Context: an optimization exercise on an open-source flow, tuned for small area, a short achievable clock period and few clock cycles per item. The choices shown serve that exercise and are no tape-out recipe. Where RTL was checked, it was by simulation tests only, not by an equivalence proof against the original. Function not checked in runs 4 and 5: the RTL went through the layout flow alone. No activity file was given, so power comes from the tool's default toggle rates.

[flow/flow/run.sh]
#!/bin/bash
# Standard ORFS layout with a tighter repair target and small port buffers.
set -euo pipefail
bash standard.sh SETUP_SLACK_MARGIN=10.6 \
  "BUFFER_PORTS_ARGS=-buffer_cell sky130_fd_sc_hd__buf_1" finish > orfs_make.log 2>&1
[flow/standard.sh]
#!/bin/bash
# synth_recipe.tcl (not shown) runs the flow's synth.tcl, then flattens the netlist and writes it again
# the make line also repeats each setting of config.mk as NAME=value (left out here)
make -C /OpenROAD-flow-scripts/flow DESIGN_CONFIG=/design/flow/config.mk WORK_HOME=/design/flow/orfs CLKGATE_MAP_FILE= SYNTH_SCRIPT=/design/flow/synth_recipe.tcl "${@:-finish}"
[flow/constraint.sdc]
create_clock -name core_clock -period 15.0 [get_ports {clk}]
set_input_delay 3.0000 -clock core_clock [delete_from_list [all_inputs] [get_ports {clk}]]
set_output_delay 3.0000 -clock core_clock [all_outputs]
set_load 0.01 [all_outputs]
[flow/design.v]
module stripe_engine (
  input  wire        clk,
  input  wire        rst,
  input  wire        cmd_valid,
  output wire        cmd_ready,
  input  wire [1:0]  cmd_op,        
  input  wire [4:0]  cmd_dcount,    
  input  wire [21:0] cmd_miss,      
  input  wire        cmd_miss_p,    
  input  wire        cmd_miss_q,    
  input  wire        in_valid,
  output wire        in_ready,
  input  wire [63:0] in_data,
  output wire        res_valid,
  input  wire        res_ready,
  output reg  [2:0]  res_status,
  output reg  [4:0]  res_pos,
  output reg  [63:0] res_p,
  output reg  [63:0] res_q,
  output reg  [63:0] res_dx,
  output reg  [63:0] res_dy
);
  localparam ST_OK = 3'd0, ST_QBAD = 3'd1, ST_PBAD = 3'd2, ST_LOST = 3'd3, ST_DBAD = 3'd4;
  function automatic [7:0] gf_mul(input [7:0] a, input [7:0] b);
    reg [7:0] r, t;
    integer i;
    begin
      r = 8'h00;
      t = a;
      for (i = 0; i < 8; i = i + 1) begin
        if (b[i]) r = r ^ t;
        t = {t[6:0], 1'b0} ^ (t[7] ? 8'h1D : 8'h00);
      end
      gf_mul = r;
    end
  endfunction
  function automatic [7:0] gf_xtime(input [7:0] a);
    gf_xtime = {a[6:0], 1'b0} ^ (a[7] ? 8'h1D : 8'h00);
  endfunction
  function automatic [7:0] gf_xinv(input [7:0] a);
    gf_xinv = {1'b0, a[7:1]} ^ (a[0] ? 8'h8E : 8'h00);
  endfunction
  function automatic [7:0] g_pos(input [4:0] e);
    g_pos =
      (e == 5'd0) ? 8'h01 :
      (e == 5'd1) ? 8'h02 :
      (e == 5'd2) ? 8'h04 :
      (e == 5'd3) ? 8'h08 :
      (e == 5'd4) ? 8'h10 :
      (e == 5'd5) ? 8'h20 :
      (e == 5'd6) ? 8'h40 :
      (e == 5'd7) ? 8'h80 :
      (e == 5'd8) ? 8'h1D :
      (e == 5'd9) ? 8'h3A :
      (e == 5'd10) ? 8'h74 :
      (e == 5'd11) ? 8'hE8 :
      (e == 5'd12) ? 8'hCD :
      (e == 5'd13) ? 8'h87 :
      (e == 5'd14) ? 8'h13 :
      (e == 5'd15) ? 8'h26 :
      (e == 5'd16) ? 8'h4C :
      (e == 5'd17) ? 8'h98 :
      (e == 5'd18) ? 8'h2D :
      (e == 5'd19) ? 8'h5A :
      (e == 5'd20) ? 8'hB4 :
      (e == 5'd21) ? 8'h75 :
      8'h00;
  endfunction
  function automatic [7:0] g_neg(input [4:0] e);
    g_neg =
      (e == 5'd0) ? 8'h01 :
      (e == 5'd1) ? 8'h8E :
      (e == 5'd2) ? 8'h47 :
      (e == 5'd3) ? 8'hAD :
      (e == 5'd4) ? 8'hD8 :
      (e == 5'd5) ? 8'h6C :
      (e == 5'd6) ? 8'h36 :
      (e == 5'd7) ? 8'h1B :
      (e == 5'd8) ? 8'h83 :
      (e == 5'd9) ? 8'hCF :
      (e == 5'd10) ? 8'hE9 :
      (e == 5'd11) ? 8'hFA :
      (e == 5'd12) ? 8'h7D :
      (e == 5'd13) ? 8'hB0 :
      (e == 5'd14) ? 8'h58 :
      (e == 5'd15) ? 8'h2C :
      (e == 5'd16) ? 8'h16 :
      (e == 5'd17) ? 8'h0B :
      (e == 5'd18) ? 8'h8B :
      (e == 5'd19) ? 8'hCB :
      (e == 5'd20) ? 8'hEB :
      (e == 5'd21) ? 8'hFB :
      8'h00;
  endfunction
  function automatic [7:0] g_tinv(input [4:0] e);
    g_tinv =
      (e == 5'd1) ? 8'hF4 :
      (e == 5'd2) ? 8'hA7 :
      (e == 5'd3) ? 8'h9D :
      (e == 5'd4) ? 8'h72 :
      (e == 5'd5) ? 8'hED :
      (e == 5'd6) ? 8'h5F :
      (e == 5'd7) ? 8'h54 :
      (e == 5'd8) ? 8'hA0 :
      (e == 5'd9) ? 8'hA9 :
      (e == 5'd10) ? 8'hFB :
      (e == 5'd11) ? 8'h74 :
      (e == 5'd12) ? 8'h85 :
      (e == 5'd13) ? 8'hE4 :
      (e == 5'd14) ? 8'hC0 :
      (e == 5'd15) ? 8'h8A :
      (e == 5'd16) ? 8'h67 :
      (e == 5'd17) ? 8'hDC :
      (e == 5'd18) ? 8'h26 :
      (e == 5'd19) ? 8'h63 :
      (e == 5'd20) ? 8'hF2 :
      (e == 5'd21) ? 8'hE9 :
      8'h00;
  endfunction
  reg        busy_in;           
  reg        cmd_ready_r;
  reg        in_ready_r;
  reg        rdy_d, rdy_p, rdy_q;   
  reg        rec_r, chk_r;      
  reg [4:0]  n_r;               
  reg [21:0] miss_r;
  reg        mp_r, mq_r;
  reg [4:0]  bcnt;              
  reg [4:0]  xr, yr;            
  reg [1:0]  nd;                
  reg [63:0] pacc, racc;        
  assign cmd_ready = cmd_ready_r;
  assign in_ready  = in_ready_r;
  wire cmd_take  = cmd_valid & cmd_ready_r;
  wire beat_d    = in_valid & rdy_d;
  wire beat_p    = in_valid & rdy_p;
  wire beat_q    = in_valid & rdy_q;
  wire missing   = rec_r & miss_r[0];      
  reg  last_d;                   
  wire [4:0] bnext = bcnt + 5'd1;
  reg [63:0] racc_x;
  integer l;
  always @(*) begin
    for (l = 0; l < 8; l = l + 1)
      racc_x[8*l +: 8] = gf_xinv(racc[8*l +: 8]);
  end
  reg        pass;              
  reg        ldone;             
  reg [3:0]  cnt;               
  reg        rv;                
  reg [7:0]  kr, kq, kt;        
  reg        m_gen, m_chk, m_lost, m_c4, m_c5, m_c6, m_c7, m_mp, m_mq;
  reg [4:0]  n_pass;
  reg [7:0]  s_u, s_x;          
  reg        found;             
  reg        bad;
  reg        spnz, sqnz;
  reg        sact;              
  reg [7:0]  st;                
  reg [4:0]  sj;
  reg        xfound;
  reg [4:0]  xpos;
  assign res_valid = rv;
  wire [7:0] lp = res_p[7:0];
  wire [7:0] lq = res_q[7:0];
  wire [7:0] la = res_dx[7:0];
  wire [7:0] lr = res_dy[7:0];
  wire [7:0] tp = res_p[63:56];
  wire [7:0] tq = res_q[63:56];
  wire [7:0] sp  = lp ^ la;
  wire [7:0] mr  = gf_mul(kr, lr);
  wire [7:0] sq  = lq ^ mr;
  wire [7:0] opq = m_c5 ? sp : m_chk ? tp : lq;
  wire [7:0] mq  = gf_mul(kq, opq);
  wire [7:0] opt = m_chk ? tq : s_u;
  wire [7:0] mt  = gf_mul(kt, opt);
  reg [7:0] np, nq, x1;
  always @(*) begin
    np = 8'd0; nq = 8'd0; x1 = 8'd0;
    if (m_gen) begin
      np = la; nq = mr;
    end else if (m_chk) begin
      np = sp; nq = sq;
    end else if (m_c4) begin
      np = m_mp ? la : lp;
      nq = m_mq ? mr : lq;
    end else if (m_c5) begin
      np = lp;
      nq = m_mq ? (mr ^ mq) : lq;
      x1 = sp;
    end else if (m_c6) begin
      x1 = mq ^ mr;
      np = la ^ mq ^ mr;
      nq = lq;
    end else if (m_c7) begin
      np = lp; nq = lq;
      x1 = sp;
    end
  end
  wire [7:0] nx = m_c7 ? (s_x ^ mt) : s_x;
  wire [7:0] ny = m_c7 ? mt : 8'd0;
  wire [7:0] st1 = gf_xtime(st);
  wire [7:0] st2 = gf_xtime(st1);
  wire [7:0] st3 = gf_xtime(st2);
  wire [7:0] st4 = gf_xtime(st3);
  wire h0 = (st  == kq) && (sj        < n_pass);
  wire h1 = (st1 == kq) && (sj + 5'd1 < n_pass);
  wire h2 = (st2 == kq) && (sj + 5'd2 < n_pass);
  wire h3 = (st3 == kq) && (sj + 5'd3 < n_pass);
  wire [2:0] nlost = {1'b0, nd} + {2'b00, mp_r} + {2'b00, mq_r};
  wire s_lost = rec_r & (nlost > 3'd2);
  wire s_c4 = rec_r & ~s_lost & (nd == 2'd0);
  wire s_c5 = rec_r & ~s_lost & (nd == 2'd1) & ~mp_r;
  wire s_c6 = rec_r & ~s_lost & (nd == 2'd1) & mp_r;
  wire s_c7 = rec_r & ~s_lost & (nd == 2'd2);
  wire [4:0] e_r = (s_c6 | s_c7) ? (n_r - 5'd1 - xr) : (n_r - 5'd1);
  wire idle_next = ~pass & ~(rv & ~res_ready);
  always @(posedge clk) begin
    if (rst) begin
      busy_in     <= 1'b0;
      cmd_ready_r <= 1'b1;
      in_ready_r  <= 1'b0;
      rdy_d       <= 1'b0;
      rdy_p       <= 1'b0;
      rdy_q       <= 1'b0;
      pass        <= 1'b0;
      rv          <= 1'b0;
    end else begin
      if (cmd_take) begin
        busy_in     <= 1'b1;
        cmd_ready_r <= 1'b0;
        in_ready_r  <= 1'b1;
        rdy_d       <= 1'b1;
      end
      if (beat_d & last_d) begin
        rdy_d      <= 1'b0;
        in_ready_r <= idle_next;
        rdy_p      <= idle_next;
      end
      if (busy_in & ~rdy_d & ~rdy_q & ~in_ready_r) begin
        in_ready_r <= idle_next;
        rdy_p      <= idle_next;
      end
      if (beat_p) begin
        rdy_p <= 1'b0;
        rdy_q <= 1'b1;
      end
      if (beat_q) begin
        rdy_q       <= 1'b0;
        busy_in     <= 1'b0;
        cmd_ready_r <= 1'b1;
        in_ready_r  <= 1'b0;
        pass        <= 1'b1;
      end
      if (pass && !ldone && cnt == 4'd8 && !m_chk) begin
        pass <= 1'b0;
        rv   <= 1'b1;
      end
      if (pass && ldone && !sact) begin
        pass <= 1'b0;
        rv   <= 1'b1;
      end
      if (rv && res_ready)
        rv <= 1'b0;
    end
  end
  always @(posedge clk) begin
    if (cmd_ready_r) begin
      rec_r  <= (cmd_op == 2'd1);
      chk_r  <= (cmd_op == 2'd2);
      n_r    <= cmd_dcount;
      miss_r <= cmd_miss;
      mp_r   <= cmd_miss_p;
      mq_r   <= cmd_miss_q;
      bcnt   <= 5'd0;
      nd     <= 2'd0;
      last_d <= (cmd_dcount == 5'd1);
    end
    if (beat_d) begin
      bcnt   <= bnext;
      miss_r <= {1'b0, miss_r[21:1]};
      last_d <= (bnext == n_r - 5'd1);
      if (missing) begin
        if (nd == 2'd0) xr <= bcnt;
        if (nd == 2'd1) yr <= bcnt;
        if (nd != 2'd3) nd <= nd + 2'd1;
      end
    end
  end
  always @(posedge clk) begin
    if (rdy_q) begin
      ldone  <= 1'b0;
      cnt    <= 4'd0;
      m_gen  <= ~rec_r & ~chk_r;
      m_chk  <= chk_r;
      m_lost <= s_lost;
      m_c4   <= s_c4;
      m_c5   <= s_c5;
      m_c6   <= s_c6;
      m_c7   <= s_c7;
      m_mp   <= mp_r;
      m_mq   <= mq_r;
      n_pass <= n_r;
      kr     <= g_pos(e_r);
      kq     <= s_c5 ? g_pos(xr) : g_neg(xr);
      kt     <= g_tinv(yr - xr);
      found  <= 1'b0;
      bad    <= 1'b0;
      spnz   <= 1'b0;
      sqnz   <= 1'b0;
      sact   <= 1'b0;
      xfound <= 1'b0;
    end else if (pass) begin
      if (!ldone) begin
        cnt <= cnt + 4'd1;
        if (cnt == 4'd8) begin
          ldone <= 1'b1;
          if (!m_chk) begin
            res_pos    <= 5'd0;
            res_status <= m_lost ? ST_LOST : ST_OK;
          end
        end
        if (m_chk && cnt != 4'd0) begin
          if (tp != 8'd0) spnz <= 1'b1;
          if (tq != 8'd0) sqnz <= 1'b1;
          if (!found) begin
            if (tp != 8'd0) begin
              found <= 1'b1;
              kt    <= tp;
              kq    <= tq;
              st    <= tp;
              sj    <= 5'd0;
              sact  <= 1'b1;
            end else if (tq != 8'd0) begin
              bad <= 1'b1;
            end
          end else if (mt != mq) begin
            bad <= 1'b1;
          end
        end
      end
      if (sact) begin
        if (h0 | h1 | h2 | h3) begin
          xfound <= 1'b1;
          xpos   <= h0 ? sj : h1 ? sj + 5'd1 : h2 ? sj + 5'd2 : sj + 5'd3;
          sact   <= 1'b0;
        end else if (sj + 5'd4 >= n_pass) begin
          sact   <= 1'b0;
        end
        st <= st4;
        sj <= sj + 5'd4;
      end
      if (ldone && !sact) begin
        res_pos <= 5'd0;
        if (!spnz && !sqnz)      res_status <= ST_OK;
        else if (!spnz)          res_status <= ST_QBAD;
        else if (!sqnz)          res_status <= ST_PBAD;
        else if (!bad && xfound) begin
          res_status <= ST_DBAD;
          res_pos    <= xpos;
        end else                 res_status <= ST_LOST;
      end
    end
  end
  wire [63:0] gd = in_data & {64{beat_d & ~missing}};
  always @(posedge clk) begin
    if (cmd_ready_r) begin
      pacc <= 64'd0;
      racc <= 64'd0;
    end else begin
      pacc <= pacc ^ gd;
      racc <= racc ^ ({64{beat_d}} & (racc_x ^ racc)) ^ gd;
    end
  end
  always @(posedge clk) begin
    s_u <= sp ^ mq ^ mr;
    s_x <= x1;
  end
  always @(posedge clk) begin
    if (rdy_p) begin
      res_p  <= in_data;
      res_dx <= pacc;
      res_dy <= racc;
    end
    if (rdy_q)
      res_q  <= in_data;
    if (pass && !ldone && cnt != 4'd8) begin
      res_p <= {np, res_p[63:8]};
      res_q <= {nq, res_q[63:8]};
    end
    if (pass && !ldone) begin
      res_dx <= {nx, res_dx[63:8]};
      res_dy <= {ny, res_dy[63:8]};
    end
  end
endmodule
[flow/config.mk]
export PLATFORM = sky130hd
export DESIGN_NAME = stripe_engine
export DESIGN_NICKNAME = stripe_engine
export VERILOG_FILES = /design/flow/design.v
export SDC_FILE = /design/flow/constraint.sdc
export NUM_CORES = 4
export LEC_CHECK = 0
export CAP_MARGIN = 5
export CORE_MARGIN = 2
export CORE_UTILIZATION = 65
export CTS_CLUSTER_DIAMETER = 60
export CTS_CLUSTER_SIZE = 28
export PLACE_DENSITY = 0.75
export SLEW_MARGIN = 5
==> run_summary.xml, run 1 <==
<?xml version="1.0" encoding="UTF-8"?>
<metrics>
  <group name="power_and_ir_drop">
    <metric name="total_switching_power" unit="mW">1.28</metric>
    <metric name="pwr-share-seq" unit="">0.459</metric>
    <metric name="internal-power" unit="mW">2.57</metric>
    <metric name="comb_power_share" unit="">0.238</metric>
    <metric name="power.share.switching" unit="">0.333</metric>
    <metric name="leakagePower" unit="nW">12.3</metric>
    <metric name="max-vdd-ir-drop" unit="mV">0.108</metric>
    <metric name="power.density" unit="mW/mm^2">119</metric>
    <metric name="p_clk_frac" unit="">0.302</metric>
  </group>
  <group name="detailed_routing">
    <metric name="route.detailed.wl_per_inst" unit="microns">24.1</metric>
    <metric name="dr.max_layer_used" unit="">met5</metric>
    <metric name="route.detailed.drc" unit="">0</metric>
    <metric name="met2RoutedLength" unit="microns">44100</metric>
    <metric name="drt_pre_antenna_iters" unit="">6</metric>
    <metric name="vias_per_cell" unit="">6.17</metric>
    <metric name="route.antenna.remaining_nets" unit="">0</metric>
    <metric name="dr.first_iter.drc_count" unit="">3536</metric>
    <metric name="vias" unit="">25000</metric>
    <metric name="routed_wl" unit="microns">97900</metric>
    <metric name="met3RoutedLength" unit="microns">11300</metric>
    <metric name="m1_wire_length" unit="microns">37300</metric>
  </group>
  <group name="placement">
    <metric name="postPlaceCellArea" unit="sq mm">0.0308</metric>
    <metric name="portBuffers" unit="">366</metric>
    <metric name="place.gp.congestion" unit="">0.952</metric>
    <metric name="place.detailed.hpwl" unit="microns">70700</metric>
  </group>
  <group name="layout">
    <metric name="sequential_cell_area" unit="sq mm">0.0143</metric>
    <metric name="fin_nets" unit="">3566</metric>
    <metric name="fillers" unit="">3318</metric>
    <metric name="n_antenna_cell" unit="">0</metric>
    <metric name="final_area" unit="sq mm">0.0325</metric>
    <metric name="drive_above_1_share" unit="">0.0519</metric>
    <metric name="final_common_cell" unit="">nand2_1</metric>
    <metric name="fin_util" unit="">0.732</metric>
    <metric name="multiInputGateArea" unit="sq mm">0.0141</metric>
    <metric name="areaGrowthSynthToFinish" unit="%">10.9</metric>
    <metric name="final_cell_mix" unit="">936 x nand2_1, 366 x buf_1, 364 x edfxtp_1, 313 x nor2_1, 307 x xnor2_1</metric>
  </group>
  <group name="global_route">
    <metric name="grt_overflow" unit="">0</metric>
    <metric name="pin_count_of_the_biggest_net_entering_global_routing" unit="">93</metric>
    <metric name="grt_util_all_layers" unit="">0.408</metric>
    <metric name="grt_antenna_before_repair" unit="">3</metric>
    <metric name="wire_length_of_the_first_global_routing_pass" unit="microns">144000</metric>
    <metric name="grt_pass1_vias" unit="">23500</metric>
  </group>
  <group name="synthesis">
    <metric name="synthesis.yosys.warnings" unit="">1</metric>
    <metric name="netlist_instances" unit="">3190</metric>
    <metric name="synth_enable_flop_cells" unit="">364</metric>
    <metric name="synthFlopType" unit="">edfxtp_1</metric>
    <metric name="synthesis.area_per_instance" unit="sq um">9.18</metric>
    <metric name="synthDistinctLibCells" unit="">80</metric>
    <metric name="ys_async_sr_fraction" unit="">0</metric>
    <metric name="synth_seq_cells" unit="">530</metric>
    <metric name="synth_seq_area_share" unit="">0.487</metric>
    <metric name="synthesized_cell_area" unit="sq mm">0.0293</metric>
    <metric name="syn-num-nets" unit="">3318</metric>
  </group>
  <group name="worst_setup_path">
    <metric name="cp_data_required_time" unit="ps">12000</metric>
    <metric name="path_cells" unit="">buf_1</metric>
    <metric name="worst_path_max_delay_cell" unit="">edfxtp_1</metric>
    <metric name="timing.critical_path.slowest_cell_delay" unit="ps">580</metric>
    <metric name="worst-endpoint-arrival" unit="ps">1390</metric>
    <metric name="critical_path_peak_fanout" unit="">5</metric>
    <metric name="startpoint_type" unit="">flip-flop</metric>
    <metric name="kind_of_cell_adding_the_most_delay_to_the_critical_path" unit="">flip-flops</metric>
    <metric name="cp-end-kind" unit="">primary output</metric>
    <metric name="worst-setup-path-type" unit="">reg2out</metric>
    <metric name="crit_buf_inv" unit="">1</metric>
  </group>
  <group name="timing">
    <metric name="fin_crit" unit="ps">4390</metric>
    <metric name="finalSetupViolCount" unit="">0</metric>
    <metric name="unrepaired_setup_endpoints_after_global_routing" unit="">no</metric>
    <metric name="final.period_utilization" unit="">0.292</metric>
    <metric name="finalHoldViolations" unit="">0</metric>
    <metric name="timing_worst_slew_pin_value" unit="ps">1240</metric>
    <metric name="clock-skew-final" unit="ps">38.4</metric>
    <metric name="slew_viol_final" unit="">0</metric>
    <metric name="timing.fmax" unit="MHz">228</metric>
    <metric name="maxSlewHeadroom" unit="">0.168</metric>
    <metric name="fin_tns_setup" unit="ps">0</metric>
  </group>
  <group name="clock_tree">
    <metric name="cts_max_level" unit="">2</metric>
    <metric name="clk_pin_slew_worst_paths" unit="ps">100</metric>
    <metric name="cts_hold_repair.buffers" unit="">0</metric>
    <metric name="cts_tree" unit="">done</metric>
    <metric name="clock_latency" unit="ps">600</metric>
    <metric name="max-clock-path-buffers" unit="">3</metric>
    <metric name="cts-root-buf" unit="">clkbuf_16</metric>
    <metric name="cts_inserted_buffers" unit="">37</metric>
    <metric name="clkSinkCount" unit="">530</metric>
  </group>
  <group name="die">
    <metric name="core_area" unit="sq mm">0.0443</metric>
    <metric name="fp.dieW" unit="microns">216</metric>
    <metric name="die-area" unit="sq mm">0.0467</metric>
    <metric name="placement_rows" unit="">77</metric>
    <metric name="start_util" unit="">0.660</metric>
    <metric name="floorplan.io_pins" unit="">367</metric>
    <metric name="chipHeight" unit="microns">216</metric>
  </group>
  <group name="worst_hold_path">
    <metric name="worst_hold_path_type" unit="">reg2reg</metric>
  </group>
  <group name="run_status">
    <metric name="result_of_the_run" unit="">complete, no violations</metric>
  </group>
  <group name="run">
    <metric name="timing.max_cap.violations" unit="">0</metric>
  </group>
</metrics>
power by group through the flow:
stage / Clock, mW / Combinational [mW] / Sequential, mW
detailed placement: 0 / 0.876 / 1.81
CTS: 1.17 / 0.901 / 1.77
global placement: 0 / 0.859 / 1.81
finish: 1.17 / 0.920 / 1.77
global route: 1.21 / 0.973 / 1.78
floorplan: 0 / 0.613 / 1.77
registers in the layout, indices dropped and copies added (netlist names), 4 cells and up:
| signal | count |
|---|---|
| yr | 5 |
| miss_r | 22 |
| kt | 8 |
| res_q | 64 |
| st | 8 |
| xpos | 5 |
| n_pass | 5 |
| s_x | 8 |
| racc | 64 |
| kr | 8 |
| n_r | 5 |
| cnt | 4 |
| pacc | 64 |
| bcnt | 5 |
| res_pos | 5 |
| s_u | 8 |
| xr | 5 |
| res_dy | 64 |
| res_p | 64 |
| res_dx | 64 |
| kq | 8 |
area by class of cell:
class | instances | share of cell area
inverter | 50 | 0.00590
clock inverter | 27 | 0.0127
timing repair buffer | 407 | 0.0530
multi-input combinational | 2412 | 0.436
sequential | 530 | 0.439
clock buffer | 41 | 0.0303
tap | 592 | 0.0228
layer usage:
| layer | global-route usage | up-vias |
|---|---|---|
| li1 | - | 11100 |
| met1 | 0.564 | 12000 |
| met2 | 0.629 | 1689 |
| met3 | 0.0742 | 252 |
| met4 | 0.191 | 6 |
| met5 | 0 | - |
path summary, 6_finish.rpt:
| kind | slack [ps] | end | cells past startpoint | start |
|---|---|---|---|---|
| max | 10610 | res_q[6] | 1 | res_q[6]$_DFFE_PP_ |
| min | 460 | busy_in$_SDFFE_PP0P_ | 1 | busy_in$_SDFFE_PP0P_ |
| max reg2reg | 10870 | res_p[58]$_DFFE_PP_ | 9 | m_c5$_DFFE_PP_ |
| min reg2reg | 460 | busy_in$_SDFFE_PP0P_ | 1 | busy_in$_SDFFE_PP0P_ |
per-stage QoR:
step	setup slack, ps	std cells	total power, mW	hold slack (ps)
floorplan	10590	3190	2.39	427
global placement	9880	3966	2.67	444
detailed placement	9780	3966	2.69	445
CTS	10530	4054	3.84	467
global route	10600	4059	3.96	475
finish	10610	4059	3.86	465
cell families (layout without fill, tap and decap cells):
logic type | after synthesis | count (layout) | synth area share
muxes | 112 | 112 | 0.0402
AOI/OAI and AO/OA | 367 | 367 | 0.0774
buffers and inverters | 248 | 525 | 0.0335
xor gates and xnor gates | 495 | 495 | 0.156
and+or+nand+nor | 1409 | 1409 | 0.193
adders and majority gates | 29 | 29 | 0.0131
DFF | 530 | 530 | 0.487
cell usage after synthesis, types with 15 or more instances:
cell	instances	share of area
nand2_1	939	0.12
edfxtp_1	364	0.37
nor2_1	314	0.040
xnor2_1	308	0.092
dfxtp_1	166	0.11
xor2_1	165	0.049
clkbuf_1	145	0.019
a21oi_1	128	0.022
o21ai_0	78	0.013
mux2i_1	74	0.025
inv_1	46	0.0059
o22ai_1	34	0.0073
mux2_2	31	0.012
nor3_1	29	0.0050
buf_1	27	0.0035
ha_1	25	0.011
nor2b_1	22	0.0047
nand3_1	21	0.0036
nand2b_1	20	0.0043
buf_2	19	0.0032
a221oi_1	17	0.0051
and2_1	15	0.0032
what timing repair did:
item,4_1_cts,5_1_grt
gates resized for setup,2,8
pin swaps,0,0
hold endpoints to repair,0,0
setup endpoints to repair,158,140
setup buffers,20,5
Testbench counts, summed over its fixed seeds: cycles 37,082, items 1,920.
==> inputs of run 2 (changes only) <==
==> flow/flow/run.sh (replaced) <==
#!/bin/bash
# Standard ORFS layout with a tighter repair target and small port buffers.
set -euo pipefail
bash standard.sh SETUP_SLACK_MARGIN=10.65 \
  "BUFFER_PORTS_ARGS=-buffer_cell sky130_fd_sc_hd__buf_1" finish > orfs_make.log 2>&1
--- a/flow/config.mk
+++ b/flow/config.mk
@@ -9,6 +9,6 @@
 export CORE_MARGIN = 2
 export CORE_UTILIZATION = 65
 export CTS_CLUSTER_DIAMETER = 60
-export CTS_CLUSTER_SIZE = 28
+export CTS_CLUSTER_SIZE = 30
 export PLACE_DENSITY = 0.75
 export SLEW_MARGIN = 5
==> run_summary.xml, run 2 <==
<?xml version="1.0" encoding="UTF-8"?>
<metrics>
  <group name="worst_setup_path">
    <metric name="timing.critical_path.depth" unit="">1</metric>
    <metric name="setup.reg_to_reg.worst_slack" unit="ps">10770</metric>
    <metric name="crit_buf_inv" unit="">1</metric>
    <metric name="startpoint_type" unit="">flip-flop</metric>
    <metric name="timing.critical_path.slowest_cell_delay" unit="ps">550</metric>
    <metric name="cp-end-kind" unit="">primary output</metric>
    <metric name="kind_of_cell_adding_the_most_delay_to_the_critical_path" unit="">flip-flops</metric>
    <metric name="worst-setup-path-type" unit="">reg2out</metric>
    <metric name="critical_register_to_register_path_startpoint" unit="">kr[5]$_SDFFCE_PP0P_</metric>
    <metric name="rr_endpoint" unit="">res_p[63]$_DFFE_PP_</metric>
    <metric name="worst-r2r-cell-count" unit="">9</metric>
    <metric name="path_cells" unit="">buf_1</metric>
    <metric name="cp_data_required_time" unit="ps">12000</metric>
    <metric name="critical_path_peak_fanout" unit="">2</metric>
    <metric name="worst-endpoint-arrival" unit="ps">1340</metric>
    <metric name="worst_path_max_delay_cell" unit="">edfxtp_1</metric>
  </group>
  <group name="worst_hold_path">
    <metric name="hp-start" unit="">busy_in$_SDFFE_PP0P_</metric>
    <metric name="worstHoldEndpoint" unit="">busy_in$_SDFFE_PP0P_</metric>
    <metric name="min_delay_path_depth" unit="">1</metric>
    <metric name="worst_hold_path_type" unit="">reg2reg</metric>
  </group>
  <group name="detailed_routing">
    <metric name="route.antenna.remaining_nets" unit="">0</metric>
    <metric name="route.detailed.drc" unit="">0</metric>
    <metric name="dr.first_iter.drc_count" unit="">3561</metric>
    <metric name="vias" unit="">25300</metric>
    <metric name="route.detailed.wl_per_inst" unit="microns">24.0</metric>
    <metric name="drt_pre_antenna_iters" unit="">6</metric>
    <metric name="routed_wl" unit="microns">97600</metric>
    <metric name="vias_per_cell" unit="">6.20</metric>
  </group>
  <group name="timing">
    <metric name="finalSetupViolCount" unit="">0</metric>
    <metric name="clock-skew-final" unit="ps">30.0</metric>
    <metric name="fin_tns_setup" unit="ps">0</metric>
    <metric name="maxSlewHeadroom" unit="">0.234</metric>
    <metric name="slew_viol_final" unit="">0</metric>
    <metric name="unrepaired_setup_endpoints_after_global_routing" unit="">no</metric>
    <metric name="timing_worst_slew_pin_value" unit="ps">1150</metric>
    <metric name="fin_crit" unit="ps">4340</metric>
    <metric name="timing.fmax" unit="MHz">230</metric>
    <metric name="final.period_utilization" unit="">0.290</metric>
    <metric name="finalHoldViolations" unit="">0</metric>
  </group>
  <group name="global_route">
    <metric name="grt_antenna_before_repair" unit="">1</metric>
    <metric name="pin_count_of_the_biggest_net_entering_global_routing" unit="">105</metric>
    <metric name="grt_overflow" unit="">0</metric>
    <metric name="wire_length_of_the_first_global_routing_pass" unit="microns">144000</metric>
    <metric name="grt_util_all_layers" unit="">0.410</metric>
    <metric name="grt_pass1_vias" unit="">23500</metric>
  </group>
  <group name="die">
    <metric name="fp.dieW" unit="microns">216</metric>
    <metric name="placement_rows" unit="">77</metric>
    <metric name="core_area" unit="sq mm">0.0443</metric>
    <metric name="start_util" unit="">0.660</metric>
    <metric name="chipHeight" unit="microns">216</metric>
    <metric name="die-area" unit="sq mm">0.0467</metric>
    <metric name="floorplan.io_pins" unit="">367</metric>
  </group>
  <group name="synthesis">
    <metric name="adder_and_majority_cell_fraction_of_the_synthesized_area" unit="">0.0131</metric>
    <metric name="synth.mux.area_fraction" unit="">0.0402</metric>
    <metric name="synth_top_cell_area_share" unit="">0.373</metric>
    <metric name="synthFlopType" unit="">edfxtp_1</metric>
    <metric name="synthSimpleGateAreaFrac" unit="">0.193</metric>
    <metric name="synthesis.yosys.warnings" unit="">1</metric>
    <metric name="synth_enable_flop_cells" unit="">364</metric>
    <metric name="post-synth-top-count-cell" unit="">nand2_1</metric>
    <metric name="main_combinational_cell_family_by_area_after_synthesis" unit="">simple AND/OR/NAND/NOR gates</metric>
    <metric name="yosys-top-cells-count" unit="">939 x nand2_1, 364 x edfxtp_1, 314 x nor2_1, 308 x xnor2_1, 166 x dfxtp_1</metric>
    <metric name="synthDistinctLibCells" unit="">80</metric>
    <metric name="synth_compound_area_frac" unit="">0.0774</metric>
    <metric name="synth_seq_cells" unit="">530</metric>
    <metric name="synthesis.area_per_instance" unit="sq um">9.18</metric>
    <metric name="synth_area_leader_cell" unit="">edfxtp_1</metric>
    <metric name="ys_async_sr_fraction" unit="">0</metric>
    <metric name="synthTopCellsByArea" unit="">edfxtp_1 37%, nand2_1 12%, dfxtp_1 11%</metric>
    <metric name="synthXorXnorAreaFrac" unit="">0.156</metric>
    <metric name="synth_seq_area_share" unit="">0.487</metric>
    <metric name="syn-num-nets" unit="">3318</metric>
    <metric name="netlist_instances" unit="">3190</metric>
    <metric name="synthesized_cell_area" unit="sq mm">0.0293</metric>
  </group>
  <group name="placement">
    <metric name="place.detailed.hpwl" unit="microns">70300</metric>
    <metric name="portBuffers" unit="">366</metric>
    <metric name="place.gp.congestion" unit="">0.984</metric>
  </group>
  <group name="clock_tree">
    <metric name="cts_hold_repair.buffers" unit="">0</metric>
    <metric name="cts-root-buf" unit="">clkbuf_16</metric>
    <metric name="max-clock-path-buffers" unit="">3</metric>
    <metric name="cts_tree" unit="">done</metric>
    <metric name="cts_inserted_buffers" unit="">37</metric>
    <metric name="cts_max_level" unit="">2</metric>
    <metric name="clkSinkCount" unit="">530</metric>
    <metric name="clk_pin_slew_worst_paths" unit="ps">100</metric>
    <metric name="clock_latency" unit="ps">600</metric>
  </group>
  <group name="layout">
    <metric name="fin_util" unit="">0.736</metric>
    <metric name="drive_above_1_share" unit="">0.0589</metric>
    <metric name="fin_nets" unit="">3583</metric>
    <metric name="final_common_cell" unit="">nand2_1</metric>
    <metric name="final_cell_mix" unit="">936 x nand2_1, 364 x edfxtp_1, 362 x buf_1, 313 x nor2_1, 306 x xnor2_1</metric>
    <metric name="fillers" unit="">3265</metric>
    <metric name="areaGrowthSynthToFinish" unit="%">11.4</metric>
  </group>
  <group name="power_and_ir_drop">
    <metric name="max-vdd-ir-drop" unit="mV">0.101</metric>
    <metric name="leakagePower" unit="nW">12.4</metric>
    <metric name="power.density" unit="mW/mm^2">119</metric>
  </group>
  <group name="run_status">
    <metric name="result_of_the_run" unit="">complete, no violations</metric>
  </group>
  <group name="run">
    <metric name="timing.max_cap.violations" unit="">0</metric>
  </group>
</metrics>
[run 2: worst max path at each step]
stage	start	endpoint
after floorplan	in_valid	racc[15]$_SDFF_PP0_
after global placement	in_valid	racc[1]$_SDFF_PP0_
after detailed placement	in_valid	racc[22]$_SDFF_PP0_
after CTS	res_q[6]$_DFFE_PP_	res_q[6]
after global routing	in_valid	racc[7]$_SDFF_PP0_
final	res_q[7]$_DFFE_PP_	res_q[7]
[run 2: cell families (layout without fill, tap and decap cells)]
kind of cell / count (synthesis) / count (layout)
xor gates and xnor gates: 495 / 495
buffers and inverters: 248 / 541
DFF: 530 / 530
and+or+nand+nor: 1409 / 1409
other: 0 / 2
adders and majority gates: 29 / 29
AOI/OAI and AO/OA: 367 / 367
muxes: 112 / 112
[run 2: repair_timing]
action	4_1_cts	5_1_grt
hold endpoints to repair	0	0
gates resized for setup	6	13
buffers inserted	32	5
cloned	0	0
setup endpoints to repair	173	153
[run 2: cell type report]
| cell class | count | area, sq um | share of cell area |
|---|---|---|---|
| inverter | 50 | 191 | 0.00587 |
| multi-input combinational | 2412 | 14200 | 0.435 |
| clock inverter | 28 | 464 | 0.0142 |
| sequential | 530 | 14300 | 0.437 |
| clock buffer | 39 | 933 | 0.0286 |
| timing repair buffer | 424 | 1850 | 0.0567 |
| antenna | 2 | 5.00 | 0.000153 |
| tap | 592 | 741 | 0.0227 |
[run 2: metal layers]
metal | global-route usage | up-vias | part of all wire
met3 | 0.0803 | 297 | 0.12
li1 | - | 11100 | -
met2 | 0.621 | 1719 | 0.44
met1 | 0.560 | 12100 | 0.38
met4 | 0.218 | 0 | 0.059
met5 | 0 | - | 0
[run 2: metrics by stage]
step | total power [mW] | std cells | hold slack [ps] | worst slack [ps] | cell area [sq um]
3_5_place_dp | 2.68 | 3971 | 457 | 9770 | 30900
4_1_cts | 3.84 | 4070 | 482 | 10660 | 32500
5_1_grt | 3.98 | 4075 | 504 | 10650 | 32600
6_report | 3.87 | 4077 | 477 | 10660 | 32600
3_3_place_gp | 2.66 | 3971 | 446 | 9890 | 30900
2_1_floorplan | 2.39 | 3190 | 427 | 10680 | 29300
[run 2: power by group]
part           switching (mW)  internal, mW  total (mW)
clock                   0.609         0.570        1.18
sequential             0.0968          1.67        1.77
combinational           0.572         0.348       0.920
total                    1.28          2.59        3.87
==> inputs of run 3 (changes only) <==
==> flow/run.sh (new file) <==
#!/bin/bash
# synth_recipe.tcl (not shown) runs the flow's synth.tcl, then flattens the netlist and writes it again
# the make line also repeats each setting of config.mk as NAME=value (left out here)
make -C /OpenROAD-flow-scripts/flow DESIGN_CONFIG=/design/flow/config.mk WORK_HOME=/design/flow/orfs CLKGATE_MAP_FILE= SYNTH_SCRIPT=/design/flow/synth_recipe.tcl finish
==> flow/config.mk (replaced) <==
export PLATFORM = sky130hd
export DESIGN_NAME = stripe_engine
export DESIGN_NICKNAME = stripe_engine
export VERILOG_FILES = /design/flow/design.v
export SDC_FILE = /design/flow/constraint.sdc
export NUM_CORES = 4
export LEC_CHECK = 0
export CAP_MARGIN = 20
export CORE_MARGIN = 2
export CORE_UTILIZATION = 65
export CTS_CLUSTER_DIAMETER = 60
export CTS_CLUSTER_SIZE = 28
export PLACE_DENSITY = 0.75
export SETUP_SLACK_MARGIN = 5
export SLEW_MARGIN = 20
removed: flow/flow/run.sh
removed: flow/standard.sh
==> run_summary.xml, run 3 <==
<?xml version="1.0" encoding="UTF-8"?>
<metrics>
  <group name="run_status">
    <metric name="result_of_the_run" unit="">complete, no violations</metric>
  </group>
  <group name="global_route">
    <metric name="grt_overflow" unit="">0</metric>
    <metric name="wire_length_of_the_first_global_routing_pass" unit="microns">144000</metric>
    <metric name="use_met2" unit="">0.623</metric>
    <metric name="grt_pass1_vias" unit="">23700</metric>
    <metric name="pin_count_of_the_biggest_net_entering_global_routing" unit="">113</metric>
    <metric name="grt_util_met3" unit="">0.100</metric>
    <metric name="grt_antenna_before_repair" unit="">1</metric>
    <metric name="global_route.peak_usage_layer" unit="">met2</metric>
    <metric name="grt_util_all_layers" unit="">0.409</metric>
    <metric name="met1_usage" unit="">0.532</metric>
  </group>
  <group name="timing">
    <metric name="unrepaired_setup_endpoints_after_global_routing" unit="">no</metric>
    <metric name="maxSlewHeadroom" unit="">0.227</metric>
    <metric name="layout_setup_ws" unit="ps">9700</metric>
    <metric name="final.period_utilization" unit="">0.353</metric>
    <metric name="clock-skew-final" unit="ps">53.7</metric>
    <metric name="slew_viol_final" unit="">0</metric>
    <metric name="fin_crit" unit="ps">5300</metric>
    <metric name="finalSetupViolCount" unit="">0</metric>
    <metric name="fin_tns_setup" unit="ps">0</metric>
    <metric name="timing.fmax" unit="MHz">189</metric>
    <metric name="finalHoldViolations" unit="">0</metric>
    <metric name="timing_worst_slew_pin_value" unit="ps">1160</metric>
  </group>
  <group name="power_and_ir_drop">
    <metric name="total_power" unit="mW">3.83</metric>
    <metric name="max-vdd-ir-drop" unit="mV">0.131</metric>
    <metric name="power.density" unit="mW/mm^2">111</metric>
    <metric name="leakagePower" unit="nW">13.1</metric>
  </group>
  <group name="clock_tree">
    <metric name="cts-root-buf" unit="">clkbuf_16</metric>
    <metric name="cts_max_level" unit="">2</metric>
    <metric name="cts_repair_resize_count" unit="">0</metric>
    <metric name="cts_inserted_buffers" unit="">36</metric>
    <metric name="cts_hold_repair.buffers" unit="">0</metric>
    <metric name="cts_tree" unit="">done</metric>
    <metric name="clkSinkCount" unit="">530</metric>
    <metric name="cts_setup_buffers" unit="">0</metric>
    <metric name="clk_pin_slew_worst_paths" unit="ps">100</metric>
    <metric name="max-clock-path-buffers" unit="">3</metric>
    <metric name="clock_latency" unit="ps">610</metric>
  </group>
  <group name="die">
    <metric name="fp.dieW" unit="microns">216</metric>
    <metric name="die-area" unit="sq mm">0.0467</metric>
    <metric name="chipHeight" unit="microns">216</metric>
    <metric name="placement_rows" unit="">77</metric>
    <metric name="start_util" unit="">0.660</metric>
    <metric name="core_area" unit="sq mm">0.0443</metric>
    <metric name="floorplan.io_pins" unit="">367</metric>
  </group>
  <group name="layout">
    <metric name="fin_nets" unit="">3539</metric>
    <metric name="final_common_cell" unit="">nand2_1</metric>
    <metric name="fillers" unit="">2932</metric>
    <metric name="drive_above_1_share" unit="">0.0433</metric>
    <metric name="areaGrowthSynthToFinish" unit="%">17.4</metric>
    <metric name="final_cells" unit="">4031</metric>
    <metric name="final_cell_mix" unit="">936 x nand2_1, 366 x clkdlybuf4s50_1, 364 x edfxtp_1, 313 x nor2_1, 307 x xnor2_1</metric>
  </group>
  <group name="worst_hold_path">
    <metric name="worst_hold_path_type" unit="">reg2reg</metric>
  </group>
  <group name="detailed_routing">
    <metric name="dr.first_iter.drc_count" unit="">3703</metric>
    <metric name="route.detailed.wl_per_inst" unit="microns">24.2</metric>
    <metric name="drt_pre_antenna_iters" unit="">7</metric>
    <metric name="vias" unit="">24900</metric>
    <metric name="routed_wl" unit="microns">97600</metric>
    <metric name="route.antenna.remaining_nets" unit="">0</metric>
    <metric name="route.detailed.drc" unit="">0</metric>
    <metric name="vias_per_cell" unit="">6.19</metric>
  </group>
  <group name="synthesis">
    <metric name="synthFlopType" unit="">edfxtp_1</metric>
    <metric name="synthesized_cell_area" unit="sq mm">0.0293</metric>
    <metric name="syn-num-nets" unit="">3318</metric>
    <metric name="yosys-top-cells-count" unit="">939 x nand2_1, 364 x edfxtp_1, 314 x nor2_1, 308 x xnor2_1, 166 x dfxtp_1</metric>
    <metric name="post-synth-top-count-cell" unit="">nand2_1</metric>
    <metric name="synth_seq_cells" unit="">530</metric>
    <metric name="ys_async_sr_fraction" unit="">0</metric>
    <metric name="synth_top_cell_area_share" unit="">0.373</metric>
    <metric name="synthesis.area_per_instance" unit="sq um">9.18</metric>
    <metric name="netlist_instances" unit="">3190</metric>
    <metric name="synth_area_leader_cell" unit="">edfxtp_1</metric>
    <metric name="synth_enable_flop_cells" unit="">364</metric>
    <metric name="synthDistinctLibCells" unit="">80</metric>
    <metric name="synthTopCellsByArea" unit="">edfxtp_1 37%, nand2_1 12%, dfxtp_1 11%</metric>
    <metric name="synth_seq_area_share" unit="">0.487</metric>
    <metric name="synthesis.yosys.warnings" unit="">1</metric>
  </group>
  <group name="worst_setup_path">
    <metric name="cp_data_required_time" unit="ps">15460</metric>
    <metric name="worst-endpoint-arrival" unit="ps">5760</metric>
    <metric name="cp-end-kind" unit="">flip-flop</metric>
    <metric name="startpoint_type" unit="">primary input</metric>
    <metric name="critical_path_peak_fanout" unit="">41</metric>
    <metric name="worst-setup-path-type" unit="">in2reg</metric>
  </group>
  <group name="placement">
    <metric name="portBuffers" unit="">366</metric>
    <metric name="dp.cells" unit="">3965</metric>
    <metric name="place.detailed.hpwl" unit="microns">71300</metric>
    <metric name="preCtsSetupSlack" unit="ps">9190</metric>
    <metric name="place.gp.congestion" unit="">0.961</metric>
  </group>
  <group name="run">
    <metric name="timing.max_cap.violations" unit="">0</metric>
  </group>
</metrics>
==> run 3: per-layer routing <==
| layer | part of all wire | vias to the layer above | wire, microns |
|---|---|---|---|
| li1 | - | 11100 | - |
| met1 | 0.36 | 11700 | 35400 |
| met2 | 0.44 | 1795 | 43100 |
| met3 | 0.13 | 349 | 12400 |
| met4 | 0.068 | 0 | 6680 |
| met5 | 0 | - | 0 |
==> run 3: worst max-delay path, cell delays in order <==
cell             delay, ps
clkdlybuf4s50_1        690
nand2_4                280
a21oi_4                630
buf_4                  590
nand2_1                210
xnor2_1                240
nor2_1                  70
==> run 3: cell type report <==
type                            count  area (sq um)  area share
Antenna cell                        1          2.50   0.0000728
Clock inverter                     27           363      0.0106
Multi-Input combinational cell   2412         14100       0.411
Sequential cell                   530         14300       0.415
Tap cell                          592           741      0.0216
Clock buffer                       38           908      0.0264
Inverter                           50           188     0.00546
Timing Repair Buffer              381          3780       0.110
==> run 3: report_power, final <==
part	internal (mW)	switching (mW)	leakage, nW	total [mW]
Sequential	1.67	0.110	4.75	1.78
Combinational	0.407	0.546	7.78	0.953
Clock	0.490	0.599	0.614	1.09
Total	2.57	1.25	13.1	3.83
==> run 3: logic make-up after synthesis <==
logic type               count (synthesis)  share of synthesized area
AND/OR/NAND/NOR                       1409                      0.193
flip-flops                             530                      0.487
XOR/XNOR                               495                      0.156
AO/OA/AOI/OAI                          367                     0.0774
buffers and inverters                  248                     0.0335
multiplexers                           112                     0.0402
adder cells (fa/ha/maj)                 29                     0.0131
==> run 3: worst paths after layout <==
kind,to,slack [ps],from,cells past startpoint
worst max-delay path,racc[51]$_SDFF_PP0_,9700,in_valid,7
worst min-delay path,xfound$_SDFFE_PP0P_,480,xfound$_SDFFE_PP0P_,2
worst max register to register,kr[6]$_SDFFCE_PP0P_,10310,mp_r$_DFFE_PP_,9
worst min register to register,xfound$_SDFFE_PP0P_,480,xfound$_SDFFE_PP0P_,2
==> run 3: through the flow <==
stage                util  area, sq um  hold WS, ps
floorplan               -        29300          427
global placement    0.746        33100          444
detailed placement  0.746        33100          469
CTS                 0.775        34300          480
global route        0.775        34400          498
finish              0.775        34400          480
==> inputs of run 4 (changes only) <==
--- a/flow/design.v
+++ b/flow/design.v
@@ -135,9 +135,11 @@
   wire beat_d    = in_valid & rdy_d;
   wire beat_p    = in_valid & rdy_p;
   wire beat_q    = in_valid & rdy_q;
-  wire missing   = rec_r & miss_r[0];      
+  reg  missing;                  
   reg  last_d;                   
   wire [4:0] bnext = bcnt + 5'd1;
+  wire [31:0] miss_x = {10'd0, miss_r};
+  wire [1:0] nd_next = (missing && nd != 2'd3) ? nd + 2'd1 : nd;
   reg [63:0] racc_x;
   integer l;
   always @(*) begin
@@ -266,26 +268,25 @@
   end
   always @(posedge clk) begin
     if (cmd_ready_r) begin
-      rec_r  <= (cmd_op == 2'd1);
-      chk_r  <= (cmd_op == 2'd2);
-      n_r    <= cmd_dcount;
-      miss_r <= cmd_miss;
-      mp_r   <= cmd_miss_p;
-      mq_r   <= cmd_miss_q;
-      bcnt   <= 5'd0;
-      nd     <= 2'd0;
-      last_d <= (cmd_dcount == 5'd1);
+      rec_r   <= (cmd_op == 2'd1);
+      chk_r   <= (cmd_op == 2'd2);
+      n_r     <= cmd_dcount;
+      miss_r  <= cmd_miss;
+      mp_r    <= cmd_miss_p;
+      mq_r    <= cmd_miss_q;
+      bcnt    <= 5'd0;
+      nd      <= 2'd0;
+      missing <= (cmd_op == 2'd1) & cmd_miss[0];
+      last_d  <= (cmd_dcount == 5'd1);
     end
     if (beat_d) begin
-      bcnt   <= bnext;
-      miss_r <= {1'b0, miss_r[21:1]};
-      last_d <= (bnext == n_r - 5'd1);
-      if (missing) begin
-        if (nd == 2'd0) xr <= bcnt;
-        if (nd == 2'd1) yr <= bcnt;
-        if (nd != 2'd3) nd <= nd + 2'd1;
-      end
+      bcnt    <= bnext;
+      nd      <= nd_next;
+      missing <= rec_r & miss_x[bnext];
+      last_d  <= (bnext == n_r - 5'd1);
     end
+    if (rdy_d && missing && nd == 2'd0) xr <= bcnt;
+    if (rdy_d && missing && nd == 2'd1) yr <= bcnt;
   end
   always @(posedge clk) begin
     if (rdy_q) begin
==> flow/flow/run.sh (new file) <==
#!/bin/bash
# Standard ORFS layout with a tighter repair target and small port buffers.
set -euo pipefail
bash standard.sh SETUP_SLACK_MARGIN=10.6 \
  "BUFFER_PORTS_ARGS=-buffer_cell sky130_fd_sc_hd__buf_1" finish > orfs_make.log 2>&1
==> flow/standard.sh (new file) <==
#!/bin/bash
# synth_recipe.tcl (not shown) runs the flow's synth.tcl, then flattens the netlist and writes it again
# the make line also repeats each setting of config.mk as NAME=value (left out here)
make -C /OpenROAD-flow-scripts/flow DESIGN_CONFIG=/design/flow/config.mk WORK_HOME=/design/flow/orfs CLKGATE_MAP_FILE= SYNTH_SCRIPT=/design/flow/synth_recipe.tcl "${@:-finish}"
--- a/flow/config.mk
+++ b/flow/config.mk
@@ -11,5 +11,4 @@
 export CTS_CLUSTER_DIAMETER = 60
 export CTS_CLUSTER_SIZE = 28
 export PLACE_DENSITY = 0.75
-export SETUP_SLACK_MARGIN = 5
 export SLEW_MARGIN = 20
removed: flow/run.sh
==> run_summary.xml, run 4 <==
<?xml version="1.0" encoding="UTF-8"?>
<metrics>
  <group name="synthesis">
    <metric name="synthTopCellsByArea" unit="">edfxtp_1 37%, nand2_1 12%, dfxtp_1 11%</metric>
    <metric name="post-synth-top-count-cell" unit="">nand2_1</metric>
    <metric name="synth_area_leader_cell" unit="">edfxtp_1</metric>
    <metric name="syn-num-nets" unit="">3354</metric>
    <metric name="synth_enable_flop_cells" unit="">368</metric>
    <metric name="synthDistinctLibCells" unit="">75</metric>
    <metric name="synthesis.yosys.warnings" unit="">1</metric>
    <metric name="synth_seq_cells" unit="">531</metric>
    <metric name="netlist_instances" unit="">3226</metric>
    <metric name="synthFlopType" unit="">edfxtp_1</metric>
    <metric name="synthesized_cell_area" unit="sq mm">0.0296</metric>
    <metric name="synth_top_cell_area_share" unit="">0.374</metric>
    <metric name="yosys-top-cells-count" unit="">933 x nand2_1, 368 x edfxtp_1, 314 x xnor2_1, 240 x nor2_1, 166 x xor2_1</metric>
    <metric name="ys_async_sr_fraction" unit="">0</metric>
    <metric name="synthesis.area_per_instance" unit="sq um">9.16</metric>
    <metric name="synth_seq_area_share" unit="">0.484</metric>
  </group>
  <group name="layout">
    <metric name="drive_above_1_share" unit="">0.0544</metric>
    <metric name="areaGrowthSynthToFinish" unit="%">10.9</metric>
    <metric name="final_cell_mix" unit="">932 x nand2_1, 368 x edfxtp_1, 366 x buf_1, 310 x xnor2_1, 238 x nor2_1</metric>
    <metric name="fin_util" unit="">0.727</metric>
    <metric name="fin_nets" unit="">3609</metric>
    <metric name="final_common_cell" unit="">nand2_1</metric>
  </group>
  <group name="clock_tree">
    <metric name="clkSinkCount" unit="">531</metric>
    <metric name="clock_latency" unit="ps">600</metric>
    <metric name="cts_hold_repair.buffers" unit="">0</metric>
    <metric name="cts_tree" unit="">done</metric>
    <metric name="cts-root-buf" unit="">clkbuf_16</metric>
    <metric name="max-clock-path-buffers" unit="">3</metric>
    <metric name="cts_max_level" unit="">2</metric>
    <metric name="cts_inserted_buffers" unit="">36</metric>
    <metric name="clk_pin_slew_worst_paths" unit="ps">100</metric>
  </group>
  <group name="timing">
    <metric name="final.period_utilization" unit="">0.293</metric>
    <metric name="clock-skew-final" unit="ps">40.1</metric>
    <metric name="fin_tns_setup" unit="ps">0</metric>
    <metric name="maxSlewHeadroom" unit="">0.259</metric>
    <metric name="finalSetupViolCount" unit="">0</metric>
    <metric name="fin_crit" unit="ps">4390</metric>
    <metric name="timing.fmax" unit="MHz">228</metric>
    <metric name="slew_viol_final" unit="">0</metric>
    <metric name="timing_worst_slew_pin_value" unit="ps">1110</metric>
    <metric name="finalHoldViolations" unit="">0</metric>
    <metric name="layout_setup_ws" unit="ps">10610</metric>
    <metric name="unrepaired_setup_endpoints_after_global_routing" unit="">yes</metric>
  </group>
  <group name="global_route">
    <metric name="pin_count_of_the_biggest_net_entering_global_routing" unit="">109</metric>
    <metric name="grt_antenna_before_repair" unit="">5</metric>
    <metric name="grt_pass1_vias" unit="">23400</metric>
    <metric name="grt_util_all_layers" unit="">0.416</metric>
    <metric name="grt_overflow" unit="">0</metric>
    <metric name="wire_length_of_the_first_global_routing_pass" unit="microns">146000</metric>
  </group>
  <group name="placement">
    <metric name="place.gp.congestion" unit="">0.998</metric>
    <metric name="portBuffers" unit="">366</metric>
    <metric name="place.detailed.hpwl" unit="microns">71300</metric>
    <metric name="preCtsSetupSlack" unit="ps">9960</metric>
  </group>
  <group name="detailed_routing">
    <metric name="route.antenna.remaining_nets" unit="">0</metric>
    <metric name="route.detailed.drc" unit="">0</metric>
    <metric name="routed_wl" unit="microns">101000</metric>
    <metric name="dr.first_iter.drc_count" unit="">3712</metric>
    <metric name="drt_pre_antenna_iters" unit="">6</metric>
    <metric name="route.detailed.wl_per_inst" unit="microns">24.5</metric>
    <metric name="vias_per_cell" unit="">6.27</metric>
    <metric name="vias" unit="">25800</metric>
  </group>
  <group name="die">
    <metric name="core_area" unit="sq mm">0.0451</metric>
    <metric name="fp.dieW" unit="microns">217</metric>
    <metric name="placement_rows" unit="">78</metric>
    <metric name="start_util" unit="">0.655</metric>
    <metric name="die-area" unit="sq mm">0.0472</metric>
    <metric name="floorplan.io_pins" unit="">367</metric>
    <metric name="chipHeight" unit="microns">217</metric>
  </group>
  <group name="power_and_ir_drop">
    <metric name="p_clk_frac" unit="">0.289</metric>
    <metric name="power.share.switching" unit="">0.343</metric>
    <metric name="power.density" unit="mW/mm^2">120</metric>
    <metric name="internal-power" unit="mW">2.58</metric>
    <metric name="pwr-share-seq" unit="">0.455</metric>
    <metric name="comb_power_share" unit="">0.256</metric>
    <metric name="total_switching_power" unit="mW">1.35</metric>
    <metric name="max-vdd-ir-drop" unit="mV">0.138</metric>
    <metric name="leakagePower" unit="nW">12.0</metric>
  </group>
  <group name="run_status">
    <metric name="result_of_the_run" unit="">complete, no violations</metric>
  </group>
  <group name="worst_setup_path">
    <metric name="cp-end-kind" unit="">primary output</metric>
    <metric name="timing.critical_path.slowest_cell_delay" unit="ps">620</metric>
    <metric name="worst_path_max_delay_cell" unit="">edfxtp_1</metric>
    <metric name="worst-setup-path-type" unit="">reg2out</metric>
    <metric name="path_cells" unit="">buf_1</metric>
    <metric name="worst-endpoint-arrival" unit="ps">1390</metric>
    <metric name="setup.reg_to_reg.worst_slack" unit="ps">10710</metric>
    <metric name="kind_of_cell_adding_the_most_delay_to_the_critical_path" unit="">flip-flops</metric>
    <metric name="crit_buf_inv" unit="">1</metric>
    <metric name="cp_data_required_time" unit="ps">12000</metric>
    <metric name="critical_path_peak_fanout" unit="">6</metric>
    <metric name="startpoint_type" unit="">flip-flop</metric>
  </group>
  <group name="run">
    <metric name="timing.max_cap.violations" unit="">0</metric>
  </group>
  <group name="worst_hold_path">
    <metric name="worst_hold_path_type" unit="">reg2reg</metric>
  </group>
</metrics>
-- run 4: changes by cell type after synthesis, moves of 19 or more --
cell / before / now
a211oi_1: 6 / 50
mux2i_1: 74 / 31
nand3_1: 21 / 40
nor2_1: 314 / 240
nor2b_1: 22 / 81
o21ai_0: 78 / 115
-- run 4: cells by family after synthesis --
logic type / synth area share
adder cells (fa/ha/maj): 0.0130
multiplexers: 0.0289
AO/OA/AOI/OAI: 0.0911
AND/OR/NAND/NOR: 0.198
buffers and inverters: 0.0343
XOR/XNOR: 0.150
flip-flops: 0.484
-- run 4: per-layer routing --
layer,vias to the layer above,wire [microns],global-route usage
li1,11400,-,-
met1,12300,37800,0.571
met2,1861,45200,0.641
met3,310,12400,0.0886
met4,6,5320,0.184
met5,-,34,0
-- run 4: stage by stage --
| step | instance area, sq um | total power, mW | cells | hold slack (ps) |
|---|---|---|---|---|
| CTS | 32600 | 3.88 | 4092 | 483 |
| global route | 32800 | 4.03 | 4110 | 505 |
| detailed placement | 31100 | 2.77 | 4010 | 460 |
| finish | 32800 | 3.93 | 4113 | 486 |
| global placement | 31100 | 2.75 | 4010 | 440 |
| floorplan | 29600 | 2.45 | 3226 | 427 |
-- run 4: power by group through the flow --
stage | Clock, mW | Sequential [mW] | Combinational, mW
after floorplan | 0 | 1.78 | 0.667
after global placement | 0 | 1.82 | 0.931
after detailed placement | 0 | 1.82 | 0.947
after CTS | 1.13 | 1.78 | 0.969
after global routing | 1.18 | 1.79 | 1.07
final | 1.14 | 1.79 | 1.00
-- run 4: layout make-up --
type                    instances  area (sq um)
multi-input cells            2439         14300
fillers                      3371         12300
well taps                     600           751
inverters                      55           206
clock buffers                  39           965
repair buffers                418          1810
clock inverters                27           385
flip-flops and latches        531         14300
diodes                          4          10.0
-- run 4: path summary, 6_finish.rpt --
path | cells after the start | from | to
setup / recovery | 1 | res_q[62]$_DFFE_PP_ | res_q[62]
hold / removal | 1 | busy_in$_SDFFE_PP0P_ | busy_in$_SDFFE_PP0P_
setup reg to reg | 10 | m_c5$_DFFE_PP_ | res_p[56]$_DFFE_PP_
hold reg to reg | 1 | busy_in$_SDFFE_PP0P_ | busy_in$_SDFFE_PP0P_
-- run 4: repair_timing --
action                                 in CTS  in global routing
buffers inserted                           16                 15
setup endpoints to repair                  38                 28
endpoints found under the hold margin       0                  0
gates resized for setup                     3                  7
==> inputs of run 5 (changes only) <==
--- a/flow/config.mk
+++ b/flow/config.mk
@@ -8,7 +8,7 @@
 export CAP_MARGIN = 20
 export CORE_MARGIN = 2
 export CORE_UTILIZATION = 65
-export CTS_CLUSTER_DIAMETER = 60
-export CTS_CLUSTER_SIZE = 28
+export CTS_CLUSTER_DIAMETER = 70
+export CTS_CLUSTER_SIZE = 34
 export PLACE_DENSITY = 0.75
 export SLEW_MARGIN = 20
==> run_summary.xml, run 5 <==
<?xml version="1.0" encoding="UTF-8"?>
<metrics>
  <group name="layout">
    <metric name="fin_nets" unit="">3602</metric>
    <metric name="areaGrowthSynthToFinish" unit="%">10.3</metric>
    <metric name="final_common_cell" unit="">nand2_1</metric>
    <metric name="drive_above_1_share" unit="">0.0512</metric>
    <metric name="final_cells" unit="">4101</metric>
    <metric name="final_cell_mix" unit="">932 x nand2_1, 368 x edfxtp_1, 366 x buf_1, 310 x xnor2_1, 238 x nor2_1</metric>
  </group>
  <group name="worst_setup_path">
    <metric name="critical_register_to_register_path_startpoint" unit="">m_c5$_DFFE_PP_</metric>
    <metric name="setup.reg_to_reg.worst_slack" unit="ps">10670</metric>
    <metric name="cp_data_required_time" unit="ps">12000</metric>
    <metric name="rr_endpoint" unit="">res_p[56]$_DFFE_PP_</metric>
    <metric name="worst-r2r-cell-count" unit="">10</metric>
    <metric name="cp-startpoint" unit="">res_q[62]$_DFFE_PP_</metric>
    <metric name="crit_buf_inv" unit="">1</metric>
    <metric name="worst_path_max_delay_cell" unit="">edfxtp_1</metric>
    <metric name="timing.critical_path.slowest_cell_delay" unit="ps">640</metric>
    <metric name="worst-setup-path-type" unit="">reg2out</metric>
    <metric name="kind_of_cell_adding_the_most_delay_to_the_critical_path" unit="">flip-flops</metric>
    <metric name="worst-endpoint-arrival" unit="ps">1410</metric>
    <metric name="path_cells" unit="">buf_1</metric>
    <metric name="startpoint_type" unit="">flip-flop</metric>
    <metric name="critical_path_peak_fanout" unit="">6</metric>
    <metric name="cp-end-kind" unit="">primary output</metric>
  </group>
  <group name="die">
    <metric name="floorplan.io_pins" unit="">367</metric>
    <metric name="die-area" unit="sq mm">0.0472</metric>
    <metric name="fp.dieW" unit="microns">217</metric>
    <metric name="placement_rows" unit="">78</metric>
    <metric name="start_util" unit="">0.655</metric>
    <metric name="core_area" unit="sq mm">0.0451</metric>
    <metric name="chipHeight" unit="microns">217</metric>
  </group>
  <group name="timing">
    <metric name="layout_setup_ws" unit="ps">10590</metric>
    <metric name="slew_viol_final" unit="">0</metric>
    <metric name="maxSlewHeadroom" unit="">0.248</metric>
    <metric name="final.period_utilization" unit="">0.294</metric>
    <metric name="finalSetupViolCount" unit="">0</metric>
    <metric name="unrepaired_setup_endpoints_after_global_routing" unit="">no</metric>
    <metric name="timing_worst_slew_pin_value" unit="ps">1130</metric>
    <metric name="fin_tns_setup" unit="ps">0</metric>
    <metric name="finalHoldViolations" unit="">0</metric>
    <metric name="clock-skew-final" unit="ps">41.2</metric>
    <metric name="fin_crit" unit="ps">4410</metric>
    <metric name="timing.fmax" unit="MHz">227</metric>
  </group>
  <group name="clock_tree">
    <metric name="clock_latency" unit="ps">600</metric>
    <metric name="cts_max_level" unit="">2</metric>
    <metric name="clkSinkCount" unit="">531</metric>
    <metric name="max-clock-path-buffers" unit="">3</metric>
    <metric name="cts_tree" unit="">done</metric>
    <metric name="cts-root-buf" unit="">clkbuf_16</metric>
    <metric name="clk_pin_slew_worst_paths" unit="ps">100</metric>
    <metric name="cts_inserted_buffers" unit="">34</metric>
  </group>
  <group name="synthesis">
    <metric name="synthTopCellsByArea" unit="">edfxtp_1 37%, nand2_1 12%, dfxtp_1 11%</metric>
    <metric name="syn-num-nets" unit="">3354</metric>
    <metric name="netlist_instances" unit="">3226</metric>
    <metric name="synthesis.yosys.warnings" unit="">1</metric>
    <metric name="synthesis.area_per_instance" unit="sq um">9.16</metric>
    <metric name="synth_seq_cells" unit="">531</metric>
    <metric name="yosys-top-cells-count" unit="">933 x nand2_1, 368 x edfxtp_1, 314 x xnor2_1, 240 x nor2_1, 166 x xor2_1</metric>
    <metric name="synth_area_leader_cell" unit="">edfxtp_1</metric>
    <metric name="synthDistinctLibCells" unit="">75</metric>
    <metric name="post-synth-top-count-cell" unit="">nand2_1</metric>
    <metric name="synth_top_cell_area_share" unit="">0.374</metric>
    <metric name="synthFlopType" unit="">edfxtp_1</metric>
    <metric name="synth_enable_flop_cells" unit="">368</metric>
    <metric name="synth_seq_area_share" unit="">0.484</metric>
    <metric name="synthesized_cell_area" unit="sq mm">0.0296</metric>
    <metric name="ys_async_sr_fraction" unit="">0</metric>
  </group>
  <group name="power_and_ir_drop">
    <metric name="total_switching_power" unit="mW">1.33</metric>
    <metric name="power.density" unit="mW/mm^2">118</metric>
    <metric name="pwr-share-seq" unit="">0.463</metric>
    <metric name="max-vdd-ir-drop" unit="mV">0.128</metric>
    <metric name="comb_power_share" unit="">0.261</metric>
    <metric name="internal-power" unit="mW">2.53</metric>
    <metric name="leakagePower" unit="nW">12.0</metric>
    <metric name="total_power" unit="mW">3.86</metric>
    <metric name="power.share.switching" unit="">0.344</metric>
    <metric name="p_clk_frac" unit="">0.276</metric>
  </group>
  <group name="global_route">
    <metric name="use_met2" unit="">0.632</metric>
    <metric name="grt_util_met3" unit="">0.0762</metric>
    <metric name="pin_count_of_the_biggest_net_entering_global_routing" unit="">109</metric>
    <metric name="grt_util_all_layers" unit="">0.416</metric>
    <metric name="global_route.peak_usage_layer" unit="">met2</metric>
    <metric name="wire_length_of_the_first_global_routing_pass" unit="microns">146000</metric>
    <metric name="grt_antenna_before_repair" unit="">4</metric>
    <metric name="met1_usage" unit="">0.577</metric>
    <metric name="grt_pass1_vias" unit="">23400</metric>
    <metric name="grt_overflow" unit="">0</metric>
  </group>
  <group name="worst_hold_path">
    <metric name="worst_hold_path_type" unit="">reg2reg</metric>
    <metric name="worstHoldEndpoint" unit="">busy_in$_SDFFE_PP0P_</metric>
    <metric name="hp-start" unit="">busy_in$_SDFFE_PP0P_</metric>
    <metric name="min_delay_path_depth" unit="">1</metric>
  </group>
  <group name="detailed_routing">
    <metric name="drt_pre_antenna_iters" unit="">7</metric>
    <metric name="vias" unit="">25800</metric>
    <metric name="route.detailed.wl_per_inst" unit="microns">24.5</metric>
    <metric name="vias_per_cell" unit="">6.30</metric>
    <metric name="dr.first_iter.drc_count" unit="">3597</metric>
    <metric name="routed_wl" unit="microns">100000</metric>
    <metric name="route.antenna.remaining_nets" unit="">0</metric>
    <metric name="route.detailed.drc" unit="">0</metric>
  </group>
  <group name="placement">
    <metric name="preCtsSetupSlack" unit="ps">9960</metric>
    <metric name="dp.cells" unit="">4010</metric>
    <metric name="portBuffers" unit="">366</metric>
    <metric name="place.gp.congestion" unit="">0.998</metric>
    <metric name="place.detailed.hpwl" unit="microns">71300</metric>
  </group>
  <group name="run_status">
    <metric name="result_of_the_run" unit="">complete, no violations</metric>
  </group>
  <group name="run">
    <metric name="timing.max_cap.violations" unit="">0</metric>
  </group>
</metrics>
==> run 5: per-layer routing <==
layer | vias up | share of wire
met5 | - | 0.00021
met4 | 4 | 0.056
met3 | 300 | 0.12
met2 | 1875 | 0.45
met1 | 12300 | 0.38
li1 | 11300 | -
==> run 5: per-stage QoR <==
stage                     hold slack, ps   util  instance area, sq um
after floorplan                      427      -                 29600
after global placement               440  0.689                 31100
after detailed placement             460  0.689                 31100
after CTS                            483  0.719                 32400
after global routing                 507  0.723                 32600
final                                487  0.723                 32600
==> run 5: area by class of cell <==
class | instances | area [sq um]
multi-input cells | 2439 | 14300
flip-flops and latches | 531 | 14300
fillers | 3390 | 12500
repair buffers | 413 | 1770
clock buffers | 38 | 908
well taps | 600 | 751
clock inverters | 23 | 309
inverters | 55 | 206
diodes | 2 | 5.00
==> run 5: timing repair <==
action / in CTS / in global routing
gates resized for setup: 3 / 7
hold buffers: 0 / 0
buffers inserted: 15 / 11
endpoints found under the setup margin: 35 / 25
==> run 5: kinds of logic (layout without fill, tap and decap cells) <==
kind of cell	count (synthesis)	in the layout	share of synthesized area
fa+ha+maj	29	29	0.0130
other cells	0	2	0
simple gates	1415	1415	0.198
mux	71	71	0.0289
buf+inv	256	529	0.0343
compound gates	433	433	0.0911
flops	531	531	0.484
xor+xnor	491	491	0.150
==> run 5: how the worst max path moves through the flow <==
stage                     endpoint  slack [ps]  depth (start not counted)
6_report                 res_q[62]       10590                          1
3_5_place_dp   pacc[18]$_SDFF_PP0_        9960                          8
5_1_grt                  res_q[59]       10600                          1
2_1_floorplan  pacc[10]$_SDFF_PP0_       10670                          7
4_1_cts                  res_dx[3]       10610                          1
3_3_place_gp   pacc[12]$_SDFF_PP0_       10080                          8
==> run 5: power groups by stage <==
stage	clock (mW)	combinational, mW	sequential, mW
global route	1.11	1.07	1.79
CTS	1.06	0.969	1.78
finish	1.06	1.01	1.79
global placement	0	0.931	1.82
detailed placement	0	0.947	1.82
floorplan	0	0.667	1.78

==> afterwards: timing with drivers on the ports <==
In the flow no input, the clock included, has a driving cell. The finished layouts below were timed again as built, in two steps.
Step 1, drivers: a clkbuf_16 drives clk and a buf_2 each remaining input, both assumed.
Step 2 adds t to the input delays and takes it off the output delays; t is the mean of the earliest and latest rising clock arrival at the registers after step 1. Input paths then give back, and output paths get back, about the clock's delay inside the block.
a / b / c = ideal ports / drivers / drivers and shift; a / b = the first two.
run	t, ns	slack for setup (ns)	clock arrival spread, ns	pins driven straight from the clock port
run 1	0.642	10.613 / 10.556 / 10.108	0.040 / 0.040	1
run 2	0.645	10.655 / 10.595 / 10.113	0.033 / 0.033	1
run 3	0.638	9.698 / 9.726 / 9.088	0.057 / 0.058	1
run 4	0.643	10.608 / 10.544 / 10.096	0.041 / 0.041	1
run 5	0.639	10.590 / 10.530 / 10.113	0.042 / 0.042	1
After both steps every run listed still meets setup and hold. The setup slack of run 3, which loses most, moves by +0.028 ns with the drivers and by -0.610 ns with both steps.
